Background: an optimization exercise with open tools, aiming at small area, a short achievable clock period and few clock cycles per item. Do not read the settings as production practice.
No functional check of the RTL was part of any run shown here.
Power and IR drop assume default switching activity.

### flow/run.sh
#!/bin/bash
# synth_recipe.tcl (not shown) runs the flow's synth.tcl, then flattens the netlist and writes it again
# the make line also repeats each setting of config.mk as NAME=value (left out here)
make -C /OpenROAD-flow-scripts/flow DESIGN_CONFIG=/design/flow/config.mk WORK_HOME=/design/flow/orfs CLKGATE_MAP_FILE= SYNTH_SCRIPT=/design/flow/synth_recipe.tcl finish
### flow/config.mk
export PLATFORM = sky130hd
export DESIGN_NAME = cmd_env_check
export DESIGN_NICKNAME = cmd_env_check
export VERILOG_FILES = /design/flow/design.v
export SDC_FILE = /design/flow/constraint.sdc
export NUM_CORES = 4
export LEC_CHECK = 0
export ABC_CLOCK_PERIOD_IN_PS = 3000
export CAP_MARGIN = 20
export CORE_MARGIN = 2
export CORE_UTILIZATION = 40
export PLACE_DENSITY = 0.6
export SETUP_SLACK_MARGIN = 5.0
export SLEW_MARGIN = 20
### flow/constraint.sdc
create_clock -name core_clock -period 8.0 [get_ports {clk}]
set_input_delay 1.6000 -clock core_clock [delete_from_list [all_inputs] [get_ports {clk}]]
set_output_delay 1.6000 -clock core_clock [all_outputs]
set_load 0.01 [all_outputs]
### flow/design.v
module cmd_env_check (
    input  wire        clk,
    input  wire        rst,             
    input  wire        in_valid,
    output wire        in_ready,
    input  wire [31:0] in_data,
    input  wire        in_last,
    input  wire [31:0] conn_id,         
    input  wire [47:0] bus_counter,     
    output reg         res_valid,
    output reg  [2:0]  res_code,        
    output reg  [2:0]  res_cv,          
    output wire [15:0] res_epoch,       
    output wire        res_epoch_set    
);
    localparam [1023:0] C_STEP = {32'h40000000, 32'h20000000, 32'h10000000, 32'h88000000, 32'h84000000, 32'h82000000, 32'h81000000, 32'h00800000, 32'h80400000, 32'h80200000, 32'h00100000, 32'h80080000, 32'h80040000, 32'h80020000, 32'h00010000, 32'h00008000, 32'h00004000, 32'h80002000, 32'h80001000, 32'h00000800, 32'h80000400, 32'h80000200, 32'h80000100, 32'h80000080, 32'h00000040, 32'h80000020, 32'h00000010, 32'h00000008, 32'h00000004, 32'h00000002, 32'h00000001, 32'h80000000};
    localparam [31:0]   K_A    = 32'h3646F9E5;      
    localparam [31:0]   K_B    = 32'h2CADC2C5;      
    localparam [31:0]   K_C    = 32'h87974A2C;      
    localparam [31:0]   N_ONES = 32'h39C4E761;   
    function [31:0] mat;
        input [1023:0] m;
        input [31:0]   v;
        integer i;
        begin
            for (i = 0; i < 32; i = i + 1)
                mat[i] = ^(m[32*i +: 32] & v);
        end
    endfunction
    function [31:0] rev32;
        input [31:0] v;
        integer i;
        begin
            for (i = 0; i < 32; i = i + 1)
                rev32[i] = v[31 - i];
        end
    endfunction
    assign in_ready = 1'b1;
    wire take = in_valid;
    localparam [2:0] S_H1 = 3'd0, S_H2 = 3'd1, S_H3 = 3'd2, S_PAY = 3'd3,
                     S_PAIR = 3'd4, S_CV1 = 3'd5, S_CV2 = 3'd6, S_OVER = 3'd7;
    reg         nfirst;        
    reg  [2:0]  st;            
    reg  [13:0] rem;           
    wire at_h0   = nfirst;
    wire at_h1   = !nfirst && st == S_H1;
    wire at_h2   = !nfirst && st == S_H2;
    wire at_h3   = !nfirst && st == S_H3;
    wire at_pay  = !nfirst && st == S_PAY;
    wire at_pair = !nfirst && st == S_PAIR;
    wire at_cv1  = !nfirst && st == S_CV1;
    wire at_cv2  = !nfirst && st == S_CV2;
    always @(posedge clk) begin
        if (rst)
            nfirst <= 1'b1;
        else if (take)
            nfirst <= in_last;
    end
    always @(posedge clk) begin
        if (take) begin
            if (nfirst)
                st <= S_H1;
            else case (st)
                S_H1:   st <= S_H2;
                S_H2:   st <= S_H3;
                S_H3:   st <= (in_data[15:2] == 14'd0) ? S_PAIR : S_PAY;
                S_PAY:  st <= (rem == 14'd1) ? S_PAIR : S_PAY;
                S_PAIR: st <= S_CV1;
                S_CV1:  st <= S_CV2;
                default: st <= S_OVER;
            endcase
            if (at_h3)
                rem <= in_data[15:2];
            else if (at_pay)
                rem <= rem - 14'd1;
        end
    end
    wire [31:0] rcid  = rev32(conn_id);
    wire [31:0] in_bs = {in_data[7:0], in_data[15:8], in_data[23:16], in_data[31:24]};
    wire        cv_in = at_cv1 | at_cv2;
    wire [31:0] w_in  = cv_in ? in_data : (in_bs ^ {16'd0, nfirst ? rcid[31:16] : 16'd0});
    wire [31:0] nx;
    wire [214:0] nxt;    
    assign nxt[0] = w_in[5] ^ w_in[12];
    assign nxt[1] = w_in[0] ^ w_in[6];
    assign nxt[2] = w_in[9] ^ w_in[30];
    assign nxt[3] = w_in[7] ^ w_in[10];
    assign nxt[4] = w_in[2] ^ w_in[3];
    assign nxt[5] = w_in[14] ^ w_in[21];
    assign nxt[6] = w_in[22] ^ nxt[0];
    assign nxt[7] = w_in[25] ^ nxt[2];
    assign nxt[8] = w_in[15] ^ w_in[17];
    assign nxt[9] = w_in[11] ^ w_in[29];
    assign nxt[10] = w_in[8] ^ nxt[1];
    assign nxt[11] = w_in[16] ^ nxt[4];
    assign nxt[12] = w_in[31] ^ nxt[3];
    assign nxt[13] = w_in[1] ^ w_in[23];
    assign nxt[14] = w_in[13] ^ w_in[19];
    assign nxt[15] = w_in[24] ^ w_in[26];
    assign nxt[16] = w_in[28] ^ nxt[5];
    assign nxt[17] = w_in[4] ^ w_in[11];
    assign nxt[18] = w_in[7] ^ w_in[20];
    assign nxt[19] = w_in[27] ^ w_in[30];
    assign nxt[20] = w_in[18] ^ nxt[8];
    assign nxt[21] = nxt[11] ^ nxt[12];
    assign nxt[22] = w_in[8] ^ w_in[20];
    assign nxt[23] = w_in[15] ^ w_in[31];
    assign nxt[24] = w_in[26] ^ w_in[29];
    assign nxt[25] = w_in[12] ^ nxt[9];
    assign nxt[26] = w_in[2] ^ nxt[16];
    assign nxt[27] = w_in[28] ^ nxt[6];
    assign nxt[28] = nxt[7] ^ nxt[10];
    assign nxt[29] = w_in[1] ^ w_in[4];
    assign nxt[30] = w_in[12] ^ w_in[17];
    assign nxt[31] = w_in[9] ^ nxt[22];
    assign nxt[32] = w_in[18] ^ nxt[14];
    assign nxt[33] = w_in[20] ^ nxt[17];
    assign nxt[34] = nxt[0] ^ nxt[9];
    assign nxt[35] = nxt[18] ^ nxt[23];
    assign nxt[36] = w_in[14] ^ nxt[20];
    assign nxt[37] = nxt[1] ^ nxt[7];
    assign nxt[38] = w_in[0] ^ w_in[5];
    assign nxt[39] = w_in[0] ^ w_in[7];
    assign nxt[40] = w_in[3] ^ w_in[10];
    assign nxt[41] = w_in[5] ^ w_in[18];
    assign nxt[42] = w_in[13] ^ w_in[21];
    assign nxt[43] = w_in[19] ^ w_in[23];
    assign nxt[44] = w_in[22] ^ w_in[25];
    assign nxt[45] = w_in[24] ^ w_in[25];
    assign nxt[46] = w_in[1] ^ nxt[5];
    assign nxt[47] = w_in[21] ^ nxt[2];
    assign nxt[48] = w_in[24] ^ nxt[13];
    assign nxt[49] = w_in[26] ^ nxt[1];
    assign nxt[50] = w_in[29] ^ nxt[15];
    assign nxt[51] = nxt[3] ^ nxt[8];
    assign nxt[52] = nxt[4] ^ nxt[19];
    assign nxt[53] = nxt[13] ^ nxt[24];
    assign nxt[54] = nxt[18] ^ nxt[24];
    assign nxt[55] = w_in[6] ^ nxt[31];
    assign nxt[56] = nxt[5] ^ nxt[6];
    assign nxt[57] = nxt[6] ^ nxt[29];
    assign nxt[58] = nxt[10] ^ nxt[17];
    assign nxt[59] = nxt[11] ^ nxt[30];
    assign nxt[60] = w_in[11] ^ nxt[3];
    assign nxt[61] = nxt[15] ^ nxt[20];
    assign nxt[62] = nxt[60] ^ nxt[27];
    assign nxt[63] = nxt[37] ^ nxt[61];
    assign nxt[64] = nxt[62] ^ nxt[63];
    assign nxt[65] = w_in[5] ^ w_in[7];
    assign nxt[66] = w_in[21] ^ nxt[1];
    assign nxt[67] = nxt[19] ^ nxt[65];
    assign nxt[68] = nxt[20] ^ nxt[53];
    assign nxt[69] = nxt[66] ^ nxt[67];
    assign nxt[70] = nxt[68] ^ nxt[69];
    assign nxt[71] = w_in[3] ^ nxt[3];
    assign nxt[72] = nxt[25] ^ nxt[32];
    assign nxt[73] = nxt[46] ^ nxt[71];
    assign nxt[74] = nxt[72] ^ nxt[73];
    assign nxt[75] = w_in[6] ^ w_in[8];
    assign nxt[76] = nxt[0] ^ nxt[2];
    assign nxt[77] = nxt[29] ^ nxt[75];
    assign nxt[78] = nxt[76] ^ nxt[77];
    assign nxt[79] = nxt[21] ^ nxt[78];
    assign nxt[80] = w_in[15] ^ w_in[23];
    assign nxt[81] = w_in[26] ^ nxt[38];
    assign nxt[82] = nxt[80] ^ nxt[16];
    assign nxt[83] = nxt[81] ^ nxt[21];
    assign nxt[84] = nxt[82] ^ nxt[83];
    assign nxt[85] = w_in[29] ^ nxt[44];
    assign nxt[86] = nxt[35] ^ nxt[52];
    assign nxt[87] = nxt[85] ^ nxt[86];
    assign nxt[88] = nxt[14] ^ nxt[50];
    assign nxt[89] = nxt[21] ^ nxt[37];
    assign nxt[90] = nxt[56] ^ nxt[88];
    assign nxt[91] = nxt[89] ^ nxt[90];
    assign nxt[92] = w_in[4] ^ nxt[44];
    assign nxt[93] = nxt[16] ^ nxt[32];
    assign nxt[94] = nxt[92] ^ nxt[59];
    assign nxt[95] = nxt[93] ^ nxt[94];
    assign nxt[96] = w_in[0] ^ w_in[2];
    assign nxt[97] = w_in[21] ^ w_in[27];
    assign nxt[98] = nxt[15] ^ nxt[96];
    assign nxt[99] = nxt[97] ^ nxt[35];
    assign nxt[100] = nxt[98] ^ nxt[57];
    assign nxt[101] = nxt[99] ^ nxt[100];
    assign nxt[102] = w_in[21] ^ nxt[14];
    assign nxt[103] = nxt[45] ^ nxt[12];
    assign nxt[104] = nxt[25] ^ nxt[102];
    assign nxt[105] = nxt[55] ^ nxt[103];
    assign nxt[106] = nxt[104] ^ nxt[105];
    assign nxt[107] = w_in[17] ^ w_in[31];
    assign nxt[108] = nxt[41] ^ nxt[43];
    assign nxt[109] = nxt[107] ^ nxt[47];
    assign nxt[110] = nxt[54] ^ nxt[108];
    assign nxt[111] = nxt[109] ^ nxt[110];
    assign nxt[112] = w_in[9] ^ w_in[16];
    assign nxt[113] = nxt[39] ^ nxt[112];
    assign nxt[114] = nxt[46] ^ nxt[50];
    assign nxt[115] = nxt[113] ^ nxt[114];
    assign nxt[116] = w_in[13] ^ nxt[38];
    assign nxt[117] = nxt[45] ^ nxt[11];
    assign nxt[118] = nxt[116] ^ nxt[36];
    assign nxt[119] = nxt[117] ^ nxt[118];
    assign nxt[120] = w_in[3] ^ w_in[24];
    assign nxt[121] = nxt[43] ^ nxt[120];
    assign nxt[122] = nxt[6] ^ nxt[121];
    assign nxt[123] = nxt[28] ^ nxt[36];
    assign nxt[124] = nxt[122] ^ nxt[123];
    assign nxt[125] = w_in[27] ^ nxt[0];
    assign nxt[126] = nxt[7] ^ nxt[33];
    assign nxt[127] = nxt[125] ^ nxt[21];
    assign nxt[128] = nxt[36] ^ nxt[126];
    assign nxt[129] = nxt[127] ^ nxt[128];
    assign nxt[130] = w_in[15] ^ w_in[25];
    assign nxt[131] = nxt[42] ^ nxt[130];
    assign nxt[132] = nxt[12] ^ nxt[31];
    assign nxt[133] = nxt[131] ^ nxt[57];
    assign nxt[134] = nxt[132] ^ nxt[133];
    assign nxt[135] = w_in[12] ^ w_in[21];
    assign nxt[136] = w_in[23] ^ nxt[135];
    assign nxt[137] = nxt[33] ^ nxt[51];
    assign nxt[138] = nxt[136] ^ nxt[28];
    assign nxt[139] = nxt[137] ^ nxt[138];
    assign nxt[140] = w_in[1] ^ w_in[19];
    assign nxt[141] = nxt[15] ^ nxt[41];
    assign nxt[142] = nxt[140] ^ nxt[12];
    assign nxt[143] = nxt[52] ^ nxt[141];
    assign nxt[144] = nxt[58] ^ nxt[142];
    assign nxt[145] = nxt[143] ^ nxt[144];
    assign nxt[146] = w_in[18] ^ w_in[22];
    assign nxt[147] = nxt[146] ^ nxt[54];
    assign nxt[148] = nxt[28] ^ nxt[59];
    assign nxt[149] = nxt[147] ^ nxt[148];
    assign nxt[150] = w_in[4] ^ w_in[28];
    assign nxt[151] = nxt[14] ^ nxt[23];
    assign nxt[152] = nxt[40] ^ nxt[150];
    assign nxt[153] = nxt[10] ^ nxt[34];
    assign nxt[154] = nxt[47] ^ nxt[151];
    assign nxt[155] = nxt[152] ^ nxt[153];
    assign nxt[156] = nxt[154] ^ nxt[155];
    assign nxt[157] = w_in[11] ^ w_in[13];
    assign nxt[158] = w_in[31] ^ nxt[40];
    assign nxt[159] = nxt[157] ^ nxt[49];
    assign nxt[160] = nxt[158] ^ nxt[27];
    assign nxt[161] = nxt[159] ^ nxt[160];
    assign nxt[162] = w_in[10] ^ w_in[23];
    assign nxt[163] = nxt[15] ^ nxt[19];
    assign nxt[164] = nxt[162] ^ nxt[34];
    assign nxt[165] = nxt[163] ^ nxt[26];
    assign nxt[166] = nxt[164] ^ nxt[165];
    assign nxt[167] = w_in[10] ^ w_in[27];
    assign nxt[168] = nxt[4] ^ nxt[42];
    assign nxt[169] = nxt[167] ^ nxt[25];
    assign nxt[170] = nxt[48] ^ nxt[168];
    assign nxt[171] = nxt[37] ^ nxt[169];
    assign nxt[172] = nxt[170] ^ nxt[171];
    assign nxt[173] = nxt[13] ^ nxt[7];
    assign nxt[174] = nxt[34] ^ nxt[35];
    assign nxt[175] = nxt[26] ^ nxt[173];
    assign nxt[176] = nxt[174] ^ nxt[175];
    assign nxt[177] = w_in[3] ^ w_in[13];
    assign nxt[178] = nxt[5] ^ nxt[13];
    assign nxt[179] = nxt[30] ^ nxt[177];
    assign nxt[180] = nxt[33] ^ nxt[178];
    assign nxt[181] = nxt[179] ^ nxt[28];
    assign nxt[182] = nxt[180] ^ nxt[181];
    assign nxt[183] = w_in[14] ^ w_in[27];
    assign nxt[184] = nxt[183] ^ nxt[51];
    assign nxt[185] = nxt[53] ^ nxt[27];
    assign nxt[186] = nxt[55] ^ nxt[184];
    assign nxt[187] = nxt[185] ^ nxt[186];
    assign nxt[188] = w_in[9] ^ w_in[23];
    assign nxt[189] = nxt[188] ^ nxt[6];
    assign nxt[190] = nxt[10] ^ nxt[21];
    assign nxt[191] = nxt[189] ^ nxt[190];
    assign nxt[192] = w_in[16] ^ w_in[30];
    assign nxt[193] = nxt[9] ^ nxt[22];
    assign nxt[194] = nxt[192] ^ nxt[32];
    assign nxt[195] = nxt[48] ^ nxt[193];
    assign nxt[196] = nxt[56] ^ nxt[194];
    assign nxt[197] = nxt[195] ^ nxt[196];
    assign nxt[198] = nxt[2] ^ nxt[13];
    assign nxt[199] = nxt[198] ^ nxt[26];
    assign nxt[200] = nxt[58] ^ nxt[199];
    assign nxt[201] = w_in[20] ^ w_in[30];
    assign nxt[202] = nxt[3] ^ nxt[4];
    assign nxt[203] = nxt[201] ^ nxt[49];
    assign nxt[204] = nxt[202] ^ nxt[27];
    assign nxt[205] = nxt[203] ^ nxt[204];
    assign nxt[206] = w_in[4] ^ w_in[5];
    assign nxt[207] = w_in[16] ^ nxt[8];
    assign nxt[208] = nxt[206] ^ nxt[7];
    assign nxt[209] = nxt[207] ^ nxt[26];
    assign nxt[210] = nxt[208] ^ nxt[209];
    assign nxt[211] = w_in[31] ^ nxt[8];
    assign nxt[212] = nxt[19] ^ nxt[39];
    assign nxt[213] = nxt[25] ^ nxt[211];
    assign nxt[214] = nxt[212] ^ nxt[213];
    assign nx[0] = nxt[64];
    assign nx[1] = nxt[70];
    assign nx[2] = nxt[74];
    assign nx[3] = nxt[79];
    assign nx[4] = nxt[84];
    assign nx[5] = nxt[87];
    assign nx[6] = nxt[91];
    assign nx[7] = nxt[95];
    assign nx[8] = nxt[101];
    assign nx[9] = nxt[106];
    assign nx[10] = nxt[111];
    assign nx[11] = nxt[115];
    assign nx[12] = nxt[119];
    assign nx[13] = nxt[124];
    assign nx[14] = nxt[129];
    assign nx[15] = nxt[134];
    assign nx[16] = nxt[139];
    assign nx[17] = nxt[145];
    assign nx[18] = nxt[149];
    assign nx[19] = nxt[156];
    assign nx[20] = nxt[161];
    assign nx[21] = nxt[166];
    assign nx[22] = nxt[172];
    assign nx[23] = nxt[176];
    assign nx[24] = nxt[182];
    assign nx[25] = nxt[187];
    assign nx[26] = nxt[191];
    assign nx[27] = nxt[197];
    assign nx[28] = nxt[200];
    assign nx[29] = nxt[205];
    assign nx[30] = nxt[210];
    assign nx[31] = nxt[214];
    reg [31:0] nx_q;
    reg [15:0] seed_lo;        
    reg        v_q, f_q, cov_q, c1_q, c2_q, l_q;
    always @(posedge clk) begin
        nx_q    <= nx;
        seed_lo <= rcid[15:0] ^ {bus_counter[39:32], bus_counter[47:40]};
        v_q     <= take & ~rst;
        f_q     <= nfirst;
        cov_q   <= nfirst | (st[2] == 1'b0);
        c1_q    <= at_cv1;
        c2_q    <= at_cv2;
        l_q     <= in_last;
    end
    wire [31:0] ntv;           
    wire [91:0] ntt;    
    assign ntt[0] = seed_lo[5] ^ seed_lo[7];
    assign ntt[1] = seed_lo[9] ^ seed_lo[15];
    assign ntt[2] = seed_lo[1] ^ seed_lo[14];
    assign ntt[3] = seed_lo[2] ^ seed_lo[11];
    assign ntt[4] = seed_lo[4] ^ seed_lo[6];
    assign ntt[5] = seed_lo[8] ^ seed_lo[10];
    assign ntt[6] = seed_lo[13] ^ ntt[1];
    assign ntt[7] = seed_lo[3] ^ seed_lo[5];
    assign ntt[8] = seed_lo[12] ^ seed_lo[14];
    assign ntt[9] = seed_lo[0] ^ ntt[3];
    assign ntt[10] = seed_lo[4] ^ ntt[0];
    assign ntt[11] = seed_lo[9] ^ ntt[2];
    assign ntt[12] = seed_lo[13] ^ ntt[2];
    assign ntt[13] = seed_lo[10] ^ seed_lo[15];
    assign ntt[14] = seed_lo[1] ^ ntt[0];
    assign ntt[15] = seed_lo[6] ^ ntt[6];
    assign ntt[16] = seed_lo[0] ^ seed_lo[5];
    assign ntt[17] = seed_lo[0] ^ seed_lo[14];
    assign ntt[18] = seed_lo[2] ^ seed_lo[13];
    assign ntt[19] = seed_lo[3] ^ seed_lo[8];
    assign ntt[20] = seed_lo[6] ^ seed_lo[12];
    assign ntt[21] = seed_lo[5] ^ ntt[4];
    assign ntt[22] = seed_lo[10] ^ ntt[3];
    assign ntt[23] = seed_lo[10] ^ ntt[4];
    assign ntt[24] = seed_lo[11] ^ ntt[7];
    assign ntt[25] = seed_lo[11] ^ ntt[12];
    assign ntt[26] = seed_lo[15] ^ ntt[14];
    assign ntt[27] = ntt[1] ^ ntt[9];
    assign ntt[28] = ntt[6] ^ ntt[10];
    assign ntt[29] = ntt[7] ^ ntt[15];
    assign ntt[30] = seed_lo[15] ^ ntt[25];
    assign ntt[31] = seed_lo[2] ^ ntt[5];
    assign ntt[32] = ntt[20] ^ ntt[11];
    assign ntt[33] = ntt[31] ^ ntt[32];
    assign ntt[34] = ntt[0] ^ ntt[12];
    assign ntt[35] = ntt[22] ^ ntt[34];
    assign ntt[36] = ntt[7] ^ ntt[18];
    assign ntt[37] = seed_lo[15] ^ ntt[17];
    assign ntt[38] = seed_lo[0] ^ seed_lo[12];
    assign ntt[39] = ntt[0] ^ ntt[13];
    assign ntt[40] = ntt[38] ^ ntt[39];
    assign ntt[41] = seed_lo[1] ^ seed_lo[9];
    assign ntt[42] = ntt[4] ^ ntt[41];
    assign ntt[43] = ntt[5] ^ ntt[17];
    assign ntt[44] = ntt[43] ^ ntt[29];
    assign ntt[45] = ntt[8] ^ ntt[9];
    assign ntt[46] = ntt[45] ^ ntt[29];
    assign ntt[47] = ntt[5] ^ ntt[12];
    assign ntt[48] = ntt[21] ^ ntt[47];
    assign ntt[49] = seed_lo[4] ^ seed_lo[8];
    assign ntt[50] = ntt[49] ^ ntt[11];
    assign ntt[51] = ntt[24] ^ ntt[50];
    assign ntt[52] = seed_lo[3] ^ ntt[10];
    assign ntt[53] = ntt[22] ^ ntt[52];
    assign ntt[54] = seed_lo[13] ^ ntt[5];
    assign ntt[55] = ntt[16] ^ ntt[54];
    assign ntt[56] = seed_lo[8] ^ seed_lo[14];
    assign ntt[57] = ntt[56] ^ ntt[6];
    assign ntt[58] = ntt[9] ^ ntt[57];
    assign ntt[59] = seed_lo[7] ^ ntt[3];
    assign ntt[60] = ntt[19] ^ ntt[59];
    assign ntt[61] = ntt[15] ^ ntt[60];
    assign ntt[62] = seed_lo[4] ^ ntt[2];
    assign ntt[63] = ntt[62] ^ ntt[27];
    assign ntt[64] = ntt[1] ^ ntt[21];
    assign ntt[65] = ntt[10] ^ ntt[11];
    assign ntt[66] = seed_lo[1] ^ seed_lo[3];
    assign ntt[67] = ntt[5] ^ ntt[18];
    assign ntt[68] = ntt[66] ^ ntt[67];
    assign ntt[69] = ntt[23] ^ ntt[27];
    assign ntt[70] = seed_lo[1] ^ seed_lo[12];
    assign ntt[71] = ntt[70] ^ ntt[24];
    assign ntt[72] = ntt[13] ^ ntt[20];
    assign ntt[73] = seed_lo[12] ^ ntt[5];
    assign ntt[74] = ntt[73] ^ ntt[26];
    assign ntt[75] = seed_lo[8] ^ ntt[1];
    assign ntt[76] = ntt[14] ^ ntt[75];
    assign ntt[77] = ntt[8] ^ ntt[28];
    assign ntt[78] = seed_lo[11] ^ ntt[28];
    assign ntt[79] = seed_lo[7] ^ ntt[4];
    assign ntt[80] = ntt[8] ^ ntt[13];
    assign ntt[81] = ntt[79] ^ ntt[80];
    assign ntt[82] = seed_lo[0] ^ seed_lo[6];
    assign ntt[83] = seed_lo[7] ^ ntt[82];
    assign ntt[84] = ntt[83] ^ ntt[25];
    assign ntt[85] = ntt[4] ^ ntt[19];
    assign ntt[86] = ntt[9] ^ ntt[85];
    assign ntt[87] = ntt[26] ^ ntt[86];
    assign ntt[88] = ntt[0] ^ ntt[8];
    assign ntt[89] = ntt[8] ^ ntt[23];
    assign ntt[90] = seed_lo[12] ^ ntt[16];
    assign ntt[91] = ntt[11] ^ ntt[90];
    assign ntv[0] = ntt[30];
    assign ntv[1] = ntt[33];
    assign ntv[2] = ntt[35];
    assign ntv[3] = ntt[36];
    assign ntv[4] = ntt[37];
    assign ntv[5] = ntt[40];
    assign ntv[6] = ntt[42];
    assign ntv[7] = ntt[44];
    assign ntv[8] = ntt[46];
    assign ntv[9] = ntt[48];
    assign ntv[10] = ntt[51];
    assign ntv[11] = ntt[53];
    assign ntv[12] = ntt[55];
    assign ntv[13] = ntt[58];
    assign ntv[14] = ntt[61];
    assign ntv[15] = ntt[63];
    assign ntv[16] = ntt[64];
    assign ntv[17] = ntt[65];
    assign ntv[18] = ntt[68];
    assign ntv[19] = ntt[69];
    assign ntv[20] = ntt[71];
    assign ntv[21] = ntt[72];
    assign ntv[22] = ntt[74];
    assign ntv[23] = ntt[76];
    assign ntv[24] = ntt[77];
    assign ntv[25] = ntt[78];
    assign ntv[26] = ntt[81];
    assign ntv[27] = ntt[84];
    assign ntv[28] = ntt[87];
    assign ntv[29] = ntt[88];
    assign ntv[30] = ntt[89];
    assign ntv[31] = ntt[91];
    reg  [31:0] f_a, g_b, g_c;
    wire [31:0] cf_a   = mat(C_STEP, f_a);
    wire [31:0] cg_b   = mat(C_STEP, g_b);
    wire [31:0] cg_c   = mat(C_STEP, g_c);
    always @(posedge clk) begin
        if (v_q && cov_q) begin
            f_a <= nx_q ^ (f_q ? (ntv ^ K_A) : cf_a);
            g_b <= f_q ? K_B : cg_b;
            g_c <= f_q ? K_C : cg_c;
        end
    end
    reg         l1b, l2c;      
    wire [31:0] cg_sel = c1_q ? (l1b ? cg_b : 32'd0) : (l2c ? cg_c : cg_b);
    wire        cv_ok  = (nx_q == (cf_a ^ cg_sel ^ N_ONES));
    reg         cv1_ok;
    always @(posedge clk) begin
        if (v_q && c1_q)
            cv1_ok <= cv_ok;
    end
    reg [31:0] bc_lo;          
    reg [31:0] env_base;       
    reg        sub_q;          
    reg [15:0] ep_q;
    reg        s4_hi, s4_ok, kf_ok, pc_ok;
    wire [31:0] eb_sub = env_base - bc_lo;
    always @(posedge clk) begin
        if (nfirst)
            bc_lo <= bus_counter[31:0];
        sub_q <= take & at_h1;
        if (take & at_h0)
            env_base[31:16] <= in_data[15:0];
        else if (sub_q)
            env_base[31:16] <= eb_sub[31:16];
        if (take & at_h1)
            env_base[15:0] <= in_data[31:16];
        else if (sub_q)
            env_base[15:0] <= eb_sub[15:0];
        if (take) begin
            if (at_h1)
                s4_hi <= (in_data[15:0] == bc_lo[31:16]);
            if (at_h2) begin
                s4_ok <= s4_hi && (in_data[31:16] == bc_lo[15:0]);
                ep_q  <= in_data[15:0];
            end
            if (at_h3)
                kf_ok <= (in_data[31:16] == 16'h3000) && (in_data[1:0] == 2'b00);
            if (at_pair) begin
                l1b   <= (in_data[31:24] == 8'h06);
                l2c   <= (in_data[31:24] == 8'h05) || (in_data[31:24] == 8'h06);
                pc_ok <= ((in_data[31:24] == 8'h03) || (in_data[31:24] == 8'h05) ||
                          (in_data[31:24] == 8'h06)) && (in_data[23:0] == 24'd0);
            end
        end
    end
    reg [15:0] acc_ep;         
    reg        ep_set;
    reg [31:0] base;
    reg        base_set;
    reg [31:0] cand;
    reg [1:0]  cand_cnt;       
    wire [15:0] ep_diff = ep_q - acc_ep;
    reg         base_eq, cand_eq, ep_eq, ep_newer;
    always @(posedge clk) begin
        base_eq  <= base_set && (env_base == base);
        cand_eq  <= (env_base == cand);
        ep_eq    <= ep_set && (ep_diff == 16'd0);
        ep_newer <= ep_set && (ep_diff != 16'd0) && !ep_diff[15];
    end
    wire done   = v_q & l_q;
    wire s2_ok  = c2_q && kf_ok && pc_ok;
    wire s5_ok  = !base_set || base_eq || ep_newer;
    wire s6_ok  = ep_eq || ep_newer;
    reg [2:0] code_r;
    always @* begin
        if (!s4_ok)      code_r = 3'd4;
        else if (!s5_ok) code_r = 3'd5;
        else if (!s6_ok) code_r = 3'd6;
        else             code_r = 3'd0;
    end
    wire cv2_ok = cv_ok;
    wire pre    = done & s2_ok & cv1_ok;    
    wire [2:0] code_ok  = !s2_ok ? 3'd2 : !cv1_ok ? 3'd3 : code_r;
    wire [2:0] code_bad = !s2_ok ? 3'd2 : 3'd3;
    wire [2:0] cvf_ok  = {1'b0, s2_ok & l1b & !cv1_ok, s2_ok & !l1b & !cv1_ok};
    wire [2:0] cvf_bad = {s2_ok & l2c & cv1_ok, s2_ok & !l2c & cv1_ok, 1'b0};
    wire r_code0 = code_r == 3'd0;
    wire r_code5 = code_r == 3'd5 && ep_eq;
    wire cand_go = cand_cnt != 2'd0 && cand_eq;
    wire u_ep    = pre & ((r_code0 & ep_newer) | (code_r == 3'd6 & !ep_set));
    wire u_base  = pre & r_code0 & (ep_newer | !base_set);
    wire u_adopt = pre & r_code5 & cand_go & cand_cnt == 2'd3;
    wire u_inc   = pre & r_code5 & cand_go & cand_cnt != 2'd3;
    wire u_cand  = pre & r_code5 & !cand_go;
    wire u_clr   = pre & (r_code0 | u_adopt);
    always @(posedge clk) begin
        if (rst) begin
            acc_ep   <= 16'd0;
            ep_set   <= 1'b0;
            base_set <= 1'b0;
            cand_cnt <= 2'd0;
        end else if (cv2_ok) begin
            if (u_ep) begin
                acc_ep <= ep_q;
                ep_set <= 1'b1;
            end
            if (u_base) begin
                base     <= env_base;
                base_set <= 1'b1;
            end else if (u_adopt) begin
                base     <= cand;
            end
            if (u_cand) begin
                cand     <= env_base;
                cand_cnt <= 2'd1;
            end else if (u_inc) begin
                cand_cnt <= cand_cnt + 2'd1;
            end else if (u_clr) begin
                cand_cnt <= 2'd0;
            end
        end
    end
    always @(posedge clk) begin
        if (rst)
            res_valid <= 1'b0;
        else
            res_valid <= done;
        res_code <= cv2_ok ? code_ok : code_bad;    
        res_cv   <= cv2_ok ? cvf_ok : cvf_bad;
    end
    assign res_epoch     = acc_ep;
    assign res_epoch_set = ep_set;
endmodule
==> metrics.yaml, run 1 <==
row_count: 85
mappedNetlistArea_um2: 21600
outcome: "no timing/DRC/antenna violations"
compound_gate_fraction_of_synth_area_pct: 7.93
crit_fanout: 8
arithmetic_cell_share_of_the_synthesized_area_counting_full_adders_half_adders_and_majority_gates_pct: 2.99
synth_cell_type_count: 72
worstSetupStartpointType: "flop"
syn_avg_cell_area_um2: 10.8
number_of_port_buffers: 139
worstPathCellList: "buf_12 -> buf_8 -> xor2_4 -> xnor2_2 -> or3_1 -> nand4_1 -> nor4_4 -> and4_4 -> nand2b_4 -> nor3b_4 -> buf_6 -> buf_6 -> buf_16"
critPathMostFrequentCell: "sky130_fd_sc_hd__buf_6"
drc: 0
synth_top_area_share_pct: 36.7
worst-path-buf-inv: 5
timing.critical_path.required_ps: 8270
first_pass_iters: 5
fp.dieH_um: 237
share_of_final_layout_standard_cells_stronger_than_drive_strength_1_pct: 24.4
power_leakage_nw: 10.5
critical_path.top_delay_family: "simple AND/OR/NAND/NOR gates"
report.final.setup_viol: 0
finalNetCount: 2465
fin_skew_ps: 21.5
route.vias.total: 15900
syn-num-nets: 2174
synth_sequential_area_ratio_pct: 44.7
cts.reportedPaths.clkPinSlew_ps: 60
cp_data_arrival_time_ps: 3360
main_combinational_cell_family_by_area_after_synthesis: "XOR/XNOR gates"
drt_first_iter_violations: 1130
detail_route.vias_per_cell: 5.26
detailedPlacementHpwl_um: 46300
layout_min_cycle_time_ps: 3090
drt_total_wl_um: 67200
worstSetupPathType: "reg2reg"
globalplace.congestion: 0.949
globalRouteTotalUtil_pct: 23.4
transition_time_at_the_pin_with_the_least_slew_margin_ps: 838
synth.most_common_cell: "sky130_fd_sc_hd__xnor2_1"
drt.antenna.violating_nets: 0
grt_start_max_net_pins: 111
post_synth_and_or_nand_nor_area_fraction_pct: 10.7
commonest_cells_in_the_synthesized_netlist: "374 x sky130_fd_sc_hd__xnor2_1, 264 x sky130_fd_sc_hd__edfxtp_1, 214 x sky130_fd_sc_hd__xor2_1"
synthArstFlopShare_pct: 0
yosys-mux-area-fraction_pct: 5.03
maxSlewViolCount: 0
synth_seq_cells: 351
irDropWorstVdd_mv: 0.175
netlist_top_cells_area: "sky130_fd_sc_hd__edfxtp_1 37%, sky130_fd_sc_hd__xnor2_1 15%, sky130_fd_sc_hd__xor2_1 8.7%"
ctsRootBufferMaster: "sky130_fd_sc_hd__clkbuf_16"
synth.largest_area_cell: "sky130_fd_sc_hd__edfxtp_1"
cts-buffers-inserted: 43
die-area_um2: 55900
worst_hold_path_type: "reg2reg"
clk-insertion-delay-late_ps: 570
final.setup.tns_ps: 0
slew_headroom_pct: 44.1
post_synth_xor_area_fraction_pct: 25.6
drt-wirelength-per-cell_um: 22.2
fin_hold_ws_ps: 467
post_synthesis_to_final_layout_area_growth_pct: 32.8
ctsHoldBuffers: 0
io_pins: 141
cp_slowest_stage_delay_ps: 410
ys_dominant_reg_cell: "sky130_fd_sc_hd__edfxtp_1"
start_util_pct: 40.3
finalHoldViolations: 0
report.power.total_w: 0.00746
worst_path_max_delay_cell: "sky130_fd_sc_hd__edfxtp_1"
synth-edff-count: 264
grt_remaining_overflow: 0
placeableCoreArea_um2: 53600
wire_length_of_the_first_global_routing_pass_um: 98900
clk_path_buf_depth: 3
yosysWarnings: 1
rsz_0062_raised_after_global_routing: "true"
max_cap_viol_count: 0
chipWidth_um: 237
worst_setup_path_end_kind: "flop"
cts_max_level: 2
tritoncts: "done"
grt_pass1_vias: 15900
power-per-cell-area_nw_per_um2: 260
syn-instance-count: 2007
timing.final.crit_share_pct: 38.6
grt_antenna_before_repair: 3
clock-sinks: 351
timing.fmax_mhz: 324
## cells by family (layout without fill, tap and decap cells)
group | Yosys count | in the layout
buffers and inverters | 152 | 470
other | 1 | 3
multiplexers | 99 | 99
adder cells (fa/ha/maj) | 51 | 51
AO/OA/AOI/OAI | 276 | 276
flip-flops | 351 | 351
XOR/XNOR | 610 | 610
AND/OR/NAND/NOR | 467 | 470
## registers in the layout, indices dropped and copies added, names as in the netlist, 2 cells and up
name and count:
g_c 32, st 3, acc_ep 16, rem 14, seed_lo 16, env_base 32, cand_cnt 2, base 32
cand 32, g_b 32, res_code 3, f_a 32, res_cv 3, ep_q 16, bc_lo 32, nx_q 32
## tightest hold or removal path: cells and delay by family (launching register included)
kind | cells | cell delay (ps)
flip-flops | 1 | 290
AND/OR/NAND/NOR | 2 | 130
## path summary, 6_finish.rpt
kind	cells after the start	end	from	slack, ps
max	13	cand[3]	f_a[31]	4910
min	2	res_valid	l_q	470
max reg2reg	13	cand[3]	f_a[31]	4910
min reg2reg	2	res_valid	l_q	470
## metal layers
layer,vias to the layer above,track usage (%),wire length (um)
li1,7515,-,-
met1,7745,28.6,26900
met2,480,41.4,33900
met3,167,2.77,3210
met4,0,10.6,3230
met5,-,0,0
## final cells by class
cell class | count | area, um^2
Fill cell | 4672 | 24900
Multi-Input combinational cell | 1507 | 13200
Sequential cell | 351 | 9680
Timing Repair Buffer | 329 | 3290
Clock buffer | 58 | 1250
Tap cell | 696 | 871
Inverter | 66 | 251
Clock inverter | 17 | 170
Antenna cell | 2 | 5.00
## what timing repair did
item | CTS | global route
gates resized for setup | 320 | 129
gates cloned | 7 | 1
endpoints found under the setup margin | 219 | 159
pin swaps | 81 | 67
hold endpoints to repair | 0 | 0
setup buffers | 125 | 39
## stage by stage
stage	util (%)	cell area (um^2)	setup slack, ps	cells
global route	53.6	28700	4820	3026
finish	53.6	28700	4910	3026
floorplan	-	22300	4620	2007
detailed placement	45.0	24100	3400	2777
global placement	45.0	24100	3330	2777
CTS	52.2	28000	4900	2984
## where the power goes
group | total, W | internal, W | switching (W)
Sequential | 0.00248 | 0.00225 | 0.000231
Clock | 0.00199 | 0.00119 | 0.000804
Combinational | 0.00299 | 0.00147 | 0.00151
Total | 0.00746 | 0.00491 | 0.00255
## cell usage in the layout, fill, tap and decap left out, drive strengths merged, types with 8 or more instances in the layout
cell           synthesis  final
dlygate4sd2            0     36
mux2i                 65     65
o21a                  11     11
a21o                  20     20
nand2b                36     36
clkdlybuf4s15          0      8
nor2                 165    166
ha                    50     50
nand4                 23     23
o21ai                 52     52
dfxtp                 87     87
nor2b                 28     28
xor2                 224    224
clkbuf                62     71
inv                   66     68
clkinv                 0      9
edfxtp               264    264
buf                   24    201
mux2                  34     34
clkdlybuf4s50          0     66
nand2                 80     80
xnor2                386    386
or2                   19     21
nor4                  31     31
a31oi                  8      8
or3                   12     12
a21oi                121    121
a2bb2oi               11     11
and3                   8      8
nand3                 15     15
nor3                  23     23
==> inputs of run 2 (changes only) <==
--- a/flow/config.mk
+++ b/flow/config.mk
@@ -11,2 +11,3 @@
 export CORE_UTILIZATION = 40
+export CTS_BUF_LIST = sky130_fd_sc_hd__clkbuf_4 sky130_fd_sc_hd__clkbuf_8
 export PLACE_DENSITY = 0.6
==> run 2 against run 1 <==
Largest power group unchanged. Fmax grew 0.65%. Power down 1.3%. Highest routed layer unchanged. Die area did not move.
==> metrics.yaml, run 2 <==
outcome: "no timing/DRC/antenna violations"
clk-insertion-delay-late_ps: 660
tritoncts: "done"
fin_skew_ps: 39.2
slew_headroom_pct: 44.4
worst_path_max_delay_cell: "sky130_fd_sc_hd__nor4_1"
share_of_final_layout_standard_cells_stronger_than_drive_strength_1_pct: 25.7
worstPathCellList: "clkdlybuf4s50_1 -> buf_8 -> buf_4 -> xnor2_1 -> nand4_1 -> nor4_1"
post_synthesis_to_final_layout_area_growth_pct: 32.3
number_of_port_buffers: 139
syn_avg_cell_area_um2: 10.8
globalplace.congestion: 0.949
fp.dieH_um: 237
netlist_top_cells_area: "sky130_fd_sc_hd__edfxtp_1 37%, sky130_fd_sc_hd__xnor2_1 15%, sky130_fd_sc_hd__xor2_1 8.7%"
drt_first_iter_violations: 1188
placedInstanceArea_um2: 24100
grt_pass1_vias: 16000
syn-num-nets: 2174
power-per-cell-area_nw_per_um2: 257
detail_route.vias_per_cell: 5.20
rsz_0062_raised_after_global_routing: "true"
cp_data_arrival_time_ps: 3410
cts-buffers-inserted: 68
io_pins: 141
grt_remaining_overflow: 0
power_leakage_nw: 10.6
finalHoldViolations: 0
timing.final.crit_share_pct: 38.3
chipWidth_um: 237
clk_path_buf_depth: 3
yosysWarnings: 1
synth-edff-count: 264
min_delay_worst_endpoint: "res_valid"
first_pass_iters: 5
cts.reportedPaths.clkPinSlew_ps: 60
grt_antenna_before_repair: 3
worst-r2r-setup-slack_ps: 4950
synth_top_area_share_pct: 36.7
dpl.cell_count: 2777
cp_slowest_stage_delay_ps: 750
clock-sinks: 351
synthArstFlopShare_pct: 0
detailedPlacementHpwl_um: 46300
worstSetupStartpointType: "input port"
worstSetupPathType: "in2reg"
ys_dominant_reg_cell: "sky130_fd_sc_hd__edfxtp_1"
timing.critical_path.required_ps: 8340
synth_sequential_area_ratio_pct: 44.7
final_common_cell: "sky130_fd_sc_hd__xnor2_1"
synth_seq_cells: 351
worst_hold_path_type: "reg2reg"
max_cap_viol_count: 0
worst_r2r_path_depth: 13
timing.fmax_mhz: 326
grt_start_max_net_pins: 111
r2r-end: "cand[5]"
worst_setup_path_end_kind: "flop"
mappedNetlistArea_um2: 21600
drt_total_wl_um: 67000
start_util_pct: 40.3
placeableCoreArea_um2: 53600
min_delay_path_depth: 2
insertedDiodeCount: 0
finalNetCount: 2485
globalRouteTotalUtil_pct: 23.3
cts_max_level: 3
min-delay-start: "l_q"
transition_time_at_the_pin_with_the_least_slew_margin_ps: 834
irDropWorstVdd_mv: 0.152
critical_path.reg2reg.startpoint: "f_a[31]"
die-area_um2: 55900
report.final.setup_viol: 0
commonest_cells_in_the_synthesized_netlist: "374 x sky130_fd_sc_hd__xnor2_1, 264 x sky130_fd_sc_hd__edfxtp_1, 214 x sky130_fd_sc_hd__xor2_1"
layout_min_cycle_time_ps: 3070
maxSlewViolCount: 0
row_count: 85
drt.antenna.violating_nets: 0
final.setup.tns_ps: 0
route.vias.total: 16000
synth.most_common_cell: "sky130_fd_sc_hd__xnor2_1"
crit_fanout: 6
wire_length_of_the_first_global_routing_pass_um: 97600
fin_cells: 3068
synth.largest_area_cell: "sky130_fd_sc_hd__edfxtp_1"
syn-instance-count: 2007
drc: 0
layout.cells.most_common_list: "317 x sky130_fd_sc_hd__xnor2_1, 264 x sky130_fd_sc_hd__edfxtp_1, 180 x sky130_fd_sc_hd__xor2_1"
ctsRootBufferMaster: "sky130_fd_sc_hd__clkbuf_8"
final_design_area_no_fill_um2: 28600
synth_cell_type_count: 72
drt-wirelength-per-cell_um: 21.8
run 2: what timing repair did:
| action | in CTS | in global routing |
|---|---|---|
| endpoints found under the setup margin | 208 | 146 |
| gates resized for setup | 256 | 133 |
| hold buffers | 0 | 0 |
| gates cloned | 4 | 4 |
| setup buffers | 98 | 61 |
| pin swaps | 69 | 64 |
run 2: layer usage:
layer  vias up  track usage (%)  wire, um
li1       7553                -         -
met1      7733             28.3     27000
met2       495             40.4     33400
met3       174             3.87      3240
met4         0             10.5      3340
met5         -                0         0
run 2: report_power, final:
part	leakage [nW]	internal (W)	switching, W
sequential	3.15	0.00225	0.000234
combinational	6.64	0.00145	0.00151
clock	0.763	0.00112	0.000810
run 2: per-stage QoR:
step                      setup WS, ps  utilization (%)  power, W  hold WS [ps]
final                             4930             53.4   0.00736           463
after detailed placement          3400             45.0   0.00491           461
after floorplan                   4620                -   0.00425           419
after CTS                         4890             51.4   0.00724           468
after global routing              4880             53.4   0.00770           506
after global placement            3330             45.0   0.00490           458
run 2: cells by family (layout without fill, tap and decap cells):
| logic type | Yosys count | count (layout) | share of synthesized area, % |
|---|---|---|---|
| buffers and inverters | 152 | 513 | 3.00 |
| adders and majority gates | 51 | 51 | 2.99 |
| muxes | 99 | 99 | 5.03 |
| AOI/OAI and AO/OA | 276 | 276 | 7.93 |
| and+or+nand+nor | 467 | 471 | 10.7 |
| DFF | 351 | 351 | 44.7 |
| other | 1 | 1 | 0.0173 |
| xor gates and xnor gates | 610 | 610 | 25.6 |
run 2: cell type report:
type	count	area, um^2
clock buffer	111	1330
clock inverter	13	123
fill	4666	25000
inverter	66	251
multi-input combinational	1508	13200
sequential	351	9680
tap	696	871
timing repair buffer	323	3190
run 2: how the worst max path moves through the flow:
stage,start,depth (start not counted),endpoint
finish,in_data[0],6,s4_hi
global route,f_a[31],13,cand[1]
CTS,conn_id[7],10,nx_q[25]
detailed placement,in_data[17],9,nx_q[6]
global placement,in_data[17],9,nx_q[6]
floorplan,in_data[26],9,nx_q[14]
run 2: worst max-delay path: cells and delay by family:
kind / cells / cell delay [ps]
simple gates: 2 / 880
buf+inv: 3 / 810
xor+xnor: 1 / 120
==> inputs of run 3 (changes only) <==
--- a/flow/design.v
+++ b/flow/design.v
@@ -473,5 +473,11 @@
     wire [31:0] cg_c   = mat(C_STEP, g_c);
+    reg         l1b, l2c;      
+    wire [31:0] cg_sel = c1_q ? (l1b ? cg_b : 32'd0) :
+                         c2_q ? (l2c ? cg_c : cg_b) : 32'd0;
+    wire [31:0] f_next = nx_q ^ (f_q ? (ntv ^ K_A) : (cf_a ^ cg_sel));
+    wire        cv_ok  = (f_next == N_ONES);
+    reg         cv1_ok;
     always @(posedge clk) begin
         if (v_q && cov_q) begin
-            f_a <= nx_q ^ (f_q ? (ntv ^ K_A) : cf_a);
+            f_a <= f_next;
             g_b <= f_q ? K_B : cg_b;
@@ -479,8 +485,2 @@
         end
-    end
-    reg         l1b, l2c;      
-    wire [31:0] cg_sel = c1_q ? (l1b ? cg_b : 32'd0) : (l2c ? cg_c : cg_b);
-    wire        cv_ok  = (nx_q == (cf_a ^ cg_sel ^ N_ONES));
-    reg         cv1_ok;
-    always @(posedge clk) begin
         if (v_q && c1_q)
@@ -525,11 +525,11 @@
     reg        ep_set;
-    reg [31:0] base;
+    reg [31:0] bc0, bc1;       
+    reg        bsel;
     reg        base_set;
-    reg [31:0] cand;
     reg [1:0]  cand_cnt;       
     wire [15:0] ep_diff = ep_q - acc_ep;
-    reg         base_eq, cand_eq, ep_eq, ep_newer;
+    reg         eq0, eq1, ep_eq, ep_newer;
     always @(posedge clk) begin
-        base_eq  <= base_set && (env_base == base);
-        cand_eq  <= (env_base == cand);
+        eq0      <= (env_base == bc0);
+        eq1      <= (env_base == bc1);
         ep_eq    <= ep_set && (ep_diff == 16'd0);
@@ -537,2 +537,4 @@
     end
+    wire base_eq = base_set && (bsel ? eq1 : eq0);
+    wire cand_eq = bsel ? eq0 : eq1;
     wire done   = v_q & l_q;
@@ -563,2 +565,10 @@
     wire u_clr   = pre & (r_code0 | u_adopt);
+    wire w_base = cv2_ok & u_base;
+    wire w_cand = cv2_ok & u_cand;
+    always @(posedge clk) begin
+        if ((w_base & !bsel) | (w_cand & bsel))
+            bc0 <= env_base;
+        if ((w_base & bsel) | (w_cand & !bsel))
+            bc1 <= env_base;
+    end
     always @(posedge clk) begin
@@ -568,2 +578,3 @@
             base_set <= 1'b0;
+            bsel     <= 1'b0;
             cand_cnt <= 2'd0;
@@ -574,16 +585,12 @@
             end
-            if (u_base) begin
-                base     <= env_base;
+            if (u_base)
                 base_set <= 1'b1;
-            end else if (u_adopt) begin
-                base     <= cand;
-            end
-            if (u_cand) begin
-                cand     <= env_base;
+            else if (u_adopt)
+                bsel <= !bsel;
+            if (u_cand)
                 cand_cnt <= 2'd1;
-            end else if (u_inc) begin
+            else if (u_inc)
                 cand_cnt <= cand_cnt + 2'd1;
-            end else if (u_clr) begin
+            else if (u_clr)
                 cand_cnt <= 2'd0;
-            end
         end
==> run 3 against run 2 <==
Synthesized area fell by 1.8%. Sequential share of layout area rose by 0.98 points. Power fell by 3.2%. Sequential cell count rose by 1. Register-to-register slack got worse by 520 ps. Global-route usage rose by 0.44 points. Clock skew rose by 2.7 ps. Combinational power barely moved. Synthesized cell count fell by 4.5%. Critical endpoint is now bc0[2]. Largest cell class unchanged. Highest routed layer is now met5.
==> metrics.yaml, run 3 <==
drt-wirelength-per-cell_um: 22.2
layout_min_cycle_time_ps: 3570
drt.antenna.violating_nets: 0
synth_top_area_share_pct: 37.3
share_of_final_layout_standard_cells_stronger_than_drive_strength_1_pct: 26.8
irDropWorstVdd_mv: 0.135
placeableCoreArea_um2: 52600
synth.largest_area_cell: "sky130_fd_sc_hd__edfxtp_1"
yosysWarnings: 1
synth_cell_type_count: 86
globalplace.congestion: 0.917
outcome: "no timing/DRC/antenna violations"
groute.layer.met1.usage_pct: 30.4
critical_path.reg2reg.startpoint: "seed_lo[3]"
max_cap_viol_count: 0
grt_pass1_vias: 15400
synth_seq_cells: 352
comb_power_share_pct: 41.7
clk-insertion-delay-late_ps: 690
syn-instance-count: 1916
syn-num-nets: 2083
worst_hold_path_type: "reg2reg"
layout.cells.most_common_list: "307 x sky130_fd_sc_hd__xnor2_1, 264 x sky130_fd_sc_hd__edfxtp_1, 185 x sky130_fd_sc_hd__xor2_1"
power.net_switching_w: 0.00243
fp.dieH_um: 234
cp_data_arrival_time_ps: 3930
grt_remaining_overflow: 0
drt_first_iter_violations: 1038
number_of_port_buffers: 139
finalNetCount: 2392
min_delay_worst_endpoint: "res_valid"
start_util_pct: 40.4
clk_path_buf_depth: 3
cts-buffers-inserted: 61
first_pass_iters: 7
io_pins: 141
detailedPlacementHpwl_um: 46000
finalHoldViolations: 0
synthArstFlopShare_pct: 0
clock-sinks: 352
report.power.total_w: 0.00713
use_met2_pct: 40.4
detail_route.vias_per_cell: 5.22
cts_max_level: 2
transition_time_at_the_pin_with_the_least_slew_margin_ps: 1190
synth.most_common_cell: "sky130_fd_sc_hd__xnor2_1"
multiInputGateArea_um2: 12600
report.final.setup_viol: 0
tritoncts: "done"
mappedNetlistArea_um2: 21200
final.setup.tns_ps: 0
fin_skew_ps: 41.9
ctsHoldBuffers: 0
regArea_um2: 9730
synth-edff-count: 264
row_count: 84
ctsRootBufferMaster: "sky130_fd_sc_hd__clkbuf_8"
cts.reportedPaths.clkPinSlew_ps: 60
synth_sequential_area_ratio_pct: 45.6
drc: 0
ys_dominant_reg_cell: "sky130_fd_sc_hd__edfxtp_1"
drt_total_wl_um: 66000
switching_share_pct: 34.1
chipWidth_um: 234
grt_start_max_net_pins: 69
worst-r2r-setup-slack_ps: 4430
grt_antenna_before_repair: 3
num-fill-cells: 4663
timing.critical_path.required_ps: 8360
final_common_cell: "sky130_fd_sc_hd__xnor2_1"
die-area_um2: 54900
worstSetupPathType: "reg2reg"
busiest_layer_in_global_routing: "met2"
worst_r2r_path_depth: 11
power-per-cell-area_nw_per_um2: 255
route.vias.total: 15500
timing.fmax_mhz: 280
min-delay-start: "l_q"
wire_length_of_the_first_global_routing_pass_um: 96200
worstSetupStartpointType: "flop"
crit_fanout: 16
netlist_top_cells_area: "sky130_fd_sc_hd__edfxtp_1 37%, sky130_fd_sc_hd__xnor2_1 14%, sky130_fd_sc_hd__xor2_1 8.8%"
internal-power_w: 0.00470
r2r-end: "bc0[2]"
timing.final.crit_share_pct: 44.7
clock_share_of_power_pct: 23.9
min_delay_path_depth: 2
globalRouteTotalUtil_pct: 23.7
use_met3_pct: 3.56
power_leakage_nw: 10.4
rsz_0062_raised_after_global_routing: "true"
power.share.sequential_pct: 34.4
maxSlewViolCount: 0
commonest_cells_in_the_synthesized_netlist: "348 x sky130_fd_sc_hd__xnor2_1, 264 x sky130_fd_sc_hd__edfxtp_1, 214 x sky130_fd_sc_hd__xor2_1"
post_synthesis_to_final_layout_area_growth_pct: 31.6
syn_avg_cell_area_um2: 11.1
worst_setup_path_end_kind: "flop"
slew_headroom_pct: 19.6
-- run 3: cell types whose count changed after synthesis, moves of 11 or more --
cell                       before  now
sky130_fd_sc_hd__buf_2         11   23
sky130_fd_sc_hd__nor2_1       164  116
sky130_fd_sc_hd__nor3_1        23   12
sky130_fd_sc_hd__nand2b_1      35   23
sky130_fd_sc_hd__mux2_2        34    2
sky130_fd_sc_hd__a21oi_1      114   82
sky130_fd_sc_hd__xnor2_1      374  348
sky130_fd_sc_hd__xnor3_1        0   13
sky130_fd_sc_hd__and2_1         7   18
sky130_fd_sc_hd__clkbuf_1      62   42
sky130_fd_sc_hd__nand2_1       80  102
-- run 3: cell type report --
class	count	area share, %
timing repair inverter	1	0.0179
inverter	72	0.981
clock buffer	97	4.22
antenna	1	0.00896
timing repair buffer	326	11.3
sequential	352	34.8
tap	688	3.08
multi-input combinational	1411	45.3
clock inverter	17	0.291
-- run 3: stage by stage --
| step | hold WS (ps) | util (%) | std cells | instance area (um^2) | setup WS (ps) |
|---|---|---|---|---|---|
| global route | 519 | 53.2 | 2964 | 27900 | 4330 |
| floorplan | 419 | - | 1916 | 21600 | 4430 |
| detailed placement | 478 | 44.6 | 2673 | 23400 | 3310 |
| global placement | 471 | 44.6 | 2673 | 23400 | 3240 |
| finish | 493 | 53.2 | 2965 | 27900 | 4430 |
| CTS | 488 | 51.3 | 2907 | 26900 | 4610 |
-- run 3: worst max path at each step --
stage / to / start / slack (ps) / depth (start not counted)
CTS: acc_ep[4] / l2c / 4610 / 14
global route: bc0[30] / seed_lo[3] / 4330 / 11
floorplan: nx_q[14] / in_data[18] / 4430 / 10
global placement: nx_q[22] / in_data[19] / 3240 / 9
detailed placement: nx_q[13] / in_data[0] / 3310 / 9
finish: bc0[2] / seed_lo[3] / 4430 / 11
-- run 3: metal layers --
metal,part of all wire [%],wire length (um)
met4,4.2,2790
met2,49,32200
met1,42,27600
met3,5.2,3420
met5,0.061,40
-- run 3: repair_timing --
item	in CTS	in global routing
cloned	9	2
buffers inserted	111	55
gates resized for setup	301	142
endpoints found under the setup margin	247	186
pin swaps	75	92
-- run 3: power groups by stage --
| stage | Sequential [W] | Clock [W] | Combinational [W] |
|---|---|---|---|
| 6_report | 0.00245 | 0.00170 | 0.00298 |
| 2_1_floorplan | 0.00239 | 0 | 0.00184 |
| 4_1_cts | 0.00246 | 0.00174 | 0.00282 |
| 5_1_grt | 0.00247 | 0.00181 | 0.00317 |
| 3_3_place_gp | 0.00250 | 0 | 0.00235 |
| 3_5_place_dp | 0.00251 | 0 | 0.00236 |
-- run 3: cell families (layout without fill, tap and decap cells) --
kind of cell    Yosys count  in the layout  share of synthesized area (%)
xor+xnor                597            597                           26.5
simple gates            432            437                           10.4
flops                   352            352                           45.6
compound gates          262            262                           7.87
buf+inv                 158            513                           3.42
mux                      63             63                           3.04
fa+ha+maj                51             51                           3.04
other cells               1              2                         0.0177
-- run 3: worst max-delay path: stages, from the launching register on --
cell	delay, ps
sky130_fd_sc_hd__dfxtp_4	400
sky130_fd_sc_hd__xnor3_2	440
sky130_fd_sc_hd__xnor3_1	420
sky130_fd_sc_hd__xor2_2	190
sky130_fd_sc_hd__a221oi_2	340
sky130_fd_sc_hd__xor2_1	230
sky130_fd_sc_hd__nand4_1	160
sky130_fd_sc_hd__nor4_4	320
sky130_fd_sc_hd__and3_4	260
sky130_fd_sc_hd__buf_12	140
sky130_fd_sc_hd__and2_4	160
sky130_fd_sc_hd__buf_12	160
==> inputs of run 4 (changes only) <==
--- a/flow/config.mk
+++ b/flow/config.mk
@@ -7,2 +7,3 @@
 export LEC_CHECK = 0
+export ABC_AREA = 1
 export ABC_CLOCK_PERIOD_IN_PS = 3000
==> run 4 against run 3 <==
Global-route usage rose by 3.2 points. First-iteration DRC count grew 50%. Routed wire length up 19%. Still clean. Utilization is 0.55 points higher. Non-clock buffer count decreased by 6. Largest cell class unchanged. Largest power group unchanged. Clock power increased by 14%. Via count up 30%. Critical endpoint is now bc1[22].
==> metrics.yaml, run 4 <==
power_leakage_nw: 12.8
synth-edff-count: 264
wire_length_of_the_first_global_routing_pass_um: 116000
globalplace.congestion: 0.977
die-area_um2: 58100
grt_antenna_before_repair: 0
tritoncts: "done"
report.final.setup_viol: 0
fin_hold_ws_ps: 458
grt_start_max_net_pins: 70
layout_min_cycle_time_ps: 3180
detail_route.vias_per_cell: 5.18
finalHoldViolations: 0
maxSlewViolCount: 0
worstSetupStartpointType: "flop"
globalRouteTotalUtil_pct: 26.9
cts-buffers-inserted: 69
grt_pass1_vias: 19400
worstSetupPathType: "reg2reg"
report.power.total_w: 0.00686
power-per-cell-area_nw_per_um2: 231
netlist_top_cells_area: "sky130_fd_sc_hd__edfxtp_1 35%, sky130_fd_sc_hd__nand2_1 12%, sky130_fd_sc_hd__xor2_1 9.5%"
outcome: "no timing/DRC/antenna violations"
fin_cells: 3877
drc: 0
worstPathCellList: "buf_6 -> buf_6 -> nor2_4 -> buf_12 -> buf_4 -> nand2_1 -> nand3_1 -> nand2_1 -> nand3_2 -> nand2_2 -> nand2_2 -> nand4_1 -> nor2_4 -> nand2_2 -> nor2_4 -> nand2_2 -> nor2_4 -> buf_6 -> nand2_8 -> buf_12 -> o21ai_4 -> buf_6"
synth.most_common_cell: "sky130_fd_sc_hd__nand2_1"
fp.dieH_um: 241
syn-num-nets: 2905
timing.fmax_mhz: 315
finalNetCount: 3243
crit_fanout: 6
row_count: 86
synth_sequential_area_ratio_pct: 43.1
final.setup.tns_ps: 0
mappedNetlistArea_um2: 22500
dpl.cell_count: 3573
critical_path.reg2reg.startpoint: "l2c"
transition_time_at_the_pin_with_the_least_slew_margin_ps: 987
insertedDiodeCount: 0
final_common_cell: "sky130_fd_sc_hd__nand2_1"
drt_first_iter_violations: 1559
drt_total_wl_um: 78300
commonest_cells_in_the_synthesized_netlist: "703 x sky130_fd_sc_hd__nand2_1, 328 x sky130_fd_sc_hd__inv_1, 264 x sky130_fd_sc_hd__edfxtp_1"
cts_max_level: 3
route.vias.total: 20100
min-delay-start: "base_set"
layout.cells.most_common_list: "619 x sky130_fd_sc_hd__nand2_1, 305 x sky130_fd_sc_hd__inv_1, 264 x sky130_fd_sc_hd__edfxtp_1"
synth_top_area_share_pct: 35.3
max_cap_viol_count: 0
num-fill-cells: 5149
min_delay_worst_endpoint: "base_set"
worst_r2r_path_depth: 22
worst_path_max_delay_cell: "sky130_fd_sc_hd__edfxtp_1"
grt_remaining_overflow: 0
drt-wirelength-per-cell_um: 20.2
synth.largest_area_cell: "sky130_fd_sc_hd__edfxtp_1"
ys_dominant_reg_cell: "sky130_fd_sc_hd__edfxtp_1"
fin_skew_ps: 28.9
start_util_pct: 40.6
worst-path-stages: 22
chipWidth_um: 241
synth_cell_type_count: 54
synth_seq_cells: 352
syn-instance-count: 2738
timing.critical_path.required_ps: 8370
worst_setup_path_end_kind: "flop"
irDropWorstVdd_mv: 0.154
synthArstFlopShare_pct: 0
critical_path.top_delay_family: "simple AND/OR/NAND/NOR gates"
worst-path-buf-inv: 7
drt.antenna.violating_nets: 0
number_of_port_buffers: 139
ctsHoldBuffers: 0
yosysWarnings: 1
timing.final.crit_share_pct: 39.7
clk_path_buf_depth: 3
cp_data_arrival_time_ps: 3540
ctsRootBufferMaster: "sky130_fd_sc_hd__clkbuf_8"
slew_headroom_pct: 34.1
detailedPlacementHpwl_um: 57800
worst-r2r-setup-slack_ps: 4820
min_delay_path_depth: 2
clk-insertion-delay-late_ps: 670
post_synthesis_to_final_layout_area_growth_pct: 32.2
share_of_final_layout_standard_cells_stronger_than_drive_strength_1_pct: 22.1
io_pins: 141
pre_cts_slack_ps: 3060
rsz_0062_raised_after_global_routing: "true"
r2r-end: "bc1[22]"
cts.reportedPaths.clkPinSlew_ps: 60
fin_ws_ps: 4820
placeableCoreArea_um2: 55300
first_pass_iters: 5
clock-sinks: 352
cp_slowest_stage_delay_ps: 370
syn_avg_cell_area_um2: 8.21
worst_hold_path_type: "reg2reg"
==> run 4: worst max-delay path by stage <==
| stage | slack [ps] | from | to |
|---|---|---|---|
| floorplan | 4750 | in_data[24] | nx_q[16] |
| global placement | 3060 | in_data[5] | nx_q[22] |
| detailed placement | 3060 | in_data[5] | nx_q[22] |
| CTS | 4850 | g_b[31] | bc1[21] |
| global route | 4700 | g_b[31] | bc1[22] |
| finish | 4820 | l2c | bc1[22] |
==> run 4: area by class of cell <==
cell class	count	area (um^2)	share of cell area, %
clock buffers	94	1160	3.89
multi-input cells	1995	13200	44.3
repair inverters	3	27.5	0.0926
well taps	748	936	3.15
repair buffers	320	3080	10.4
inverters	335	1310	4.42
flip-flops and latches	352	9740	32.8
clock inverters	30	289	0.973
==> run 4: layer usage <==
layer	GRT usage, %	vias to the layer above	routed length [um]
li1	-	9630	-
met1	34.7	9561	33200
met2	45.3	706	37400
met3	3.71	179	4240
met4	11.3	0	3490
met5	0	-	0
==> run 4: cells by family after synthesis <==
logic type,Yosys count,share of synthesized area (%)
adders and majority gates,51,2.87
other,1,0.0167
xor gates and xnor gates,398,16.2
and+or+nand+nor,1284,24.5
buffers and inverters,396,6.81
DFF,352,43.1
AOI/OAI and AO/OA,256,6.54
==> run 4: report_power, final <==
group          internal (W)  total [W]  switching [W]
clock network       0.00108    0.00194       0.000856
registers           0.00221    0.00240       0.000191
logic               0.00105    0.00252        0.00148
total               0.00434    0.00686        0.00253
==> run 4: timing repair <==
item,in CTS,in global routing
resized for setup,384,141
setup endpoints to repair,212,161
setup buffers,121,47
gates cloned,11,1
pin swaps,85,89
==> run 4: worst min-delay path, cell delays in order (launching register included) <==
cell and delay, ps:
sky130_fd_sc_hd__dfxtp_1 300, sky130_fd_sc_hd__inv_1 60, sky130_fd_sc_hd__a21oi_1 60
==> run 4: stage by stage <==
stage / cell area, um^2 / utilization, %
global route: 29700 / 53.7
floorplan: 22800 / -
global placement: 24900 / 45.1
CTS: 28900 / 52.3
finish: 29700 / 53.7
detailed placement: 24900 / 45.1

[afterwards: timing with drivers on the ports]
The flow's constraints put no driver on any port. The routed layouts listed below were extracted and timed again, unchanged, in two steps. Step 1 assumes that a clkbuf_16 drives the clock port and a buf_2 every other input. Step 2 also shifts input and output timing later by t, the mid clock arrival at the registers, as if the neighbouring blocks saw the same clock. Three values: no drivers, after step 1, after step 2; two values: the first two.
run | t (ns) | setup slack, ns | latest minus earliest clock arrival (ns) | slew at the worst register clock pin (ns)
run 1 | 0.617 | 4.913 / 4.913 / 4.332 | 0.022 / 0.022 | 0.06 / 0.06
run 2 | 0.694 | 4.933 / 4.955 / 4.271 | 0.039 / 0.039 | 0.07 / 0.07
run 3 | 0.722 | 4.427 / 4.427 / 4.292 | 0.046 / 0.047 | 0.07 / 0.07
run 4 | 0.712 | 4.823 / 4.823 / 4.291 | 0.030 / 0.029 | 0.07 / 0.07
After both steps setup and hold are still met in every run listed. For run 2, which loses most, drivers alone change the setup slack by +0.022 ns; drivers and shift together by -0.662 ns.
